Source: an optimization exercise on an open RTL-to-GDS flow (aim: small area and a short achievable clock period). Production flows keep margins and buffers that such runs may drop. Function was checked by simulation only, so behaviour that the tests miss may differ from the original. Power is estimated from default activity; no workload was simulated.

## fmt_cvt
module fmt_cvt (
    input  wire        clk,
    input  wire        rst,         
    input  wire        in_valid,
    input  wire        in_op,       
    input  wire [3:0]  in_src,
    input  wire [3:0]  in_dst,      
    input  wire [31:0] in_a,
    input  wire [7:0]  in_b,        
    output reg         out_valid,
    output reg  [31:0] out_data
);
==> flow/config.mk <==
export PLATFORM = sky130hd
export DESIGN_NAME = fmt_cvt
export DESIGN_NICKNAME = fmt_cvt
export VERILOG_FILES = /design/flow/design.v
export SDC_FILE = /design/flow/constraint.sdc
export NUM_CORES = 4
export LEC_CHECK = 0
export ABC_AREA = 1
export CAP_MARGIN = 20
export CORE_MARGIN = 2
export CORE_UTILIZATION = 40
export CTS_BUF_LIST = sky130_fd_sc_hd__clkbuf_8
export SLEW_MARGIN = 20
==> flow/constraint.sdc <==
create_clock -name core_clock -period 18.0 [get_ports {clk}]
set_input_delay 3.6000 -clock core_clock [delete_from_list [all_inputs] [get_ports {clk}]]
set_output_delay 3.6000 -clock core_clock [all_outputs]
set_load 0.01 [all_outputs]
standard.sh (not shown) runs the stock make flow with config.mk's settings and CLKGATE_MAP_FILE= SYNTH_SCRIPT=/design/flow/synth_recipe.tcl, a recipe that flattens the netlist after the stock synthesis.
==> flow/flow/run.sh <==
#!/bin/bash
# The standard layout (standard.sh: ORFS synthesis to finish) with three
# changes:
# - synthesis maps the logic with flow/area_map.abc (ABC's area mapper
#   without the delay-driven mapping of ORFS's script); everything else in
#   synthesis, registers included, is ORFS's and the standard flow's script unchanged;
# - repair_timing is asked for setup slack of at least 13.5 ns, so that it
#   sizes and buffers the critical paths;
set -euo pipefail
here=$PWD
sed "s#log_cmd abc {\*}\$abc_args#lset abc_args 1 $here/flow/area_map.abc\n  log_cmd abc {*}\$abc_args#" \
    "$FLOW_HOME/scripts/synth.tcl" > "$here/synth_area_map.tcl"
grep -q "area_map.abc" "$here/synth_area_map.tcl"
sed "s#\$::env(SCRIPTS_DIR)/synth.tcl#$here/synth_area_map.tcl#" synth_recipe.tcl > "$here/synth_recipe_area_map.tcl"
grep -q "synth_area_map.tcl" "$here/synth_recipe_area_map.tcl"
bash standard.sh SYNTH_SCRIPT="$here/synth_recipe_area_map.tcl" SETUP_SLACK_MARGIN=13.5 \
    BUFFER_PORTS_ARGS="-buffer_cell sky130_fd_sc_hd__buf_1" finish > standard.log 2>&1
==> flow/flow/area_map.abc <==
strash
dc2
dch -f
map -a
topo
stime -c
buffer -c
upsize -c
dnsize -c
==> next run, changes <==
--- a/flow/flow/run.sh
+++ b/flow/flow/run.sh
@@ -1,3 +1,3 @@
 #!/bin/bash
-# The standard layout (standard.sh: ORFS synthesis to finish) with three
+# The standard layout (standard.sh: ORFS synthesis to finish) with two
 # changes:
@@ -6,4 +6,2 @@
 #   synthesis, registers included, is ORFS's and the standard flow's script unchanged;
-# - repair_timing is asked for setup slack of at least 13.5 ns, so that it
-#   sizes and buffers the critical paths;
 set -euo pipefail
@@ -15,3 +13,2 @@
 grep -q "synth_area_map.tcl" "$here/synth_recipe_area_map.tcl"
-bash standard.sh SYNTH_SCRIPT="$here/synth_recipe_area_map.tcl" SETUP_SLACK_MARGIN=13.5 \
-    BUFFER_PORTS_ARGS="-buffer_cell sky130_fd_sc_hd__buf_1" finish > standard.log 2>&1
+bash standard.sh SYNTH_SCRIPT="$here/synth_recipe_area_map.tcl" SETUP_SLACK_MARGIN=13.5 finish > standard.log 2>&1
==> flow/flow/area_map.abc (replaced) <==
strash
dch
map -a
topo
stime -c
buffer -c
upsize -c
dnsize -c
Effect: Total power came out higher by 0.47%. Via count came out lower by 0.99%. Count of clock-buffer cells in the layout does not change. Design area came out higher by 1.3%. Synthesized cell count came out lower by 0.52%. Synthesized area came out higher by 1.2%. Non-clock buffer count came out lower by 25. Global-route usage came out lower by 0.51 points.

## run A
Another version of the RTL of fmt_cvt (not shown whole).
Size: roughly 200 flip-flops, about 0.014 mm2 of cells after synthesis.
==> flow/config.mk <==
export PLATFORM = sky130hd
export DESIGN_NAME = fmt_cvt
export DESIGN_NICKNAME = fmt_cvt
export VERILOG_FILES = /design/flow/design.v
export SDC_FILE = /design/flow/constraint.sdc
export NUM_CORES = 4
export LEC_CHECK = 0
export ABC_AREA = 1
export CAP_MARGIN = 20
export CORE_MARGIN = 2
export CORE_UTILIZATION = 40
export SLEW_MARGIN = 20
==> flow/constraint.sdc <==
create_clock -name core_clock -period 18.0 [get_ports {clk}]
set_input_delay 3.6000 -clock core_clock [delete_from_list [all_inputs] [get_ports {clk}]]
set_output_delay 3.6000 -clock core_clock [all_outputs]
set_load 0.01 [all_outputs]
==> flow/flow/run.sh <==
#!/bin/bash
set -o pipefail
bash standard.sh SETUP_SLACK_MARGIN=13.5 finish > standard.log 2>&1
Every stage of the flow completed for run A, and the final layout passed the timing, DRC and antenna checks.
Here is what was changed in the inputs of run B compared with run A.
==> flow/flow/run.sh <==
#!/bin/bash
# The standard layout (standard.sh: ORFS synthesis to finish) with two
# changes:
# - synthesis maps the logic with flow/area_map.abc (ABC's area mapper
#   without the delay-driven mapping of ORFS's script); everything else in
#   synthesis, registers included, is ORFS's and the standard flow's script unchanged;
set -euo pipefail
here=$PWD
sed "s#log_cmd abc {\*}\$abc_args#lset abc_args 1 $here/flow/area_map.abc\n  log_cmd abc {*}\$abc_args#" \
    "$FLOW_HOME/scripts/synth.tcl" > "$here/synth_area_map.tcl"
grep -q "area_map.abc" "$here/synth_area_map.tcl"
sed "s#\$::env(SCRIPTS_DIR)/synth.tcl#$here/synth_area_map.tcl#" synth_recipe.tcl > "$here/synth_recipe_area_map.tcl"
grep -q "synth_area_map.tcl" "$here/synth_recipe_area_map.tcl"
bash standard.sh SYNTH_SCRIPT="$here/synth_recipe_area_map.tcl" SETUP_SLACK_MARGIN=13.5 finish > standard.log 2>&1
==> flow/flow/area_map.abc (new file) <==
strash
dch
map -a
topo
stime -c
buffer -c
upsize -c
dnsize -c
Summary of run B over run A: wire length of the first global-routing pass shrank by about 9%, register share of the cell area grew by 0.91 points, area after synthesis shrank by 8.5%, fraction of layout instances using a drive strength above 1 grew by 4.7 points, detailed-routed wire length on met2 shrank by 380 um. Diff run A and run B: synthesized cell count lower in run B. Run A ended up with more cell instances than run B did. Against run A, the final cell area of run B is lower. Comparing run A with run B, the post-route fraction of the period consumed by the critical path came out essentially unchanged.
[inputs] run C vs run B
==> flow/flow/run.sh <==
#!/bin/bash
set -o pipefail
bash standard.sh SETUP_SLACK_MARGIN=13 finish > standard.log 2>&1
removed: flow/flow/area_map.abc
--- outcome ---
Run C vs run B: xor/xnor share of the synthesized area down. Of run B and run C, run C shows the lower final critical-path setup slack, with run B above it. Cmp run C vs run B: vertical extent of the die higher in run C. Between run B and run C, the global-route met3 utilization is lower for run C. Net load switching power in run C is about 5.4% above run B. Delta(logic gate share of total power, run C - run B) > 0. Run C vs run B — area after synthesis climbed by a little under 10%. Delta (run C minus run B): static leakage went up about 14%, hold slack went down 0.0036 ns, final standard cell area without fillers went up 540 um2. Total power of the final layout delta (run C − run B): unfavourable.

-- re-timing with driven ports --
In the flow no input, the clock included, has a driving cell. The finished layouts below were timed again as built, in two steps. Step 1, drivers: a clkbuf_16 drives clk and a buf_2 each remaining input, both assumed. Step 2 also shifts input and output timing later by t, the mid clock arrival at the registers, as if the neighbouring blocks saw the same clock. Three values: no drivers, after step 1, after step 2; two values: the first two.
| run | shift t [ns] | setup slack, ns | worst slew at a driven data input, ns |
|---|---|---|---|
| the first run of note 1 | 0.520 | 13.470 / 13.425 / 13.039 | 0.03 |
| the second run of note 1 | 0.497 | 13.492 / 13.452 / 13.067 | 0.04 |
| run A | 0.498 | 13.515 / 13.466 / 13.471 | 0.03 |
| run B | 0.502 | 13.509 / 13.459 / 13.408 | 0.03 |
| run C | 0.500 | 13.103 / 13.054 / 12.837 | 0.03 |
After both steps setup and hold are still met in every run listed. For the first run of note 1, which loses most, drivers alone change the setup slack by -0.045 ns; drivers and shift together by -0.431 ns.
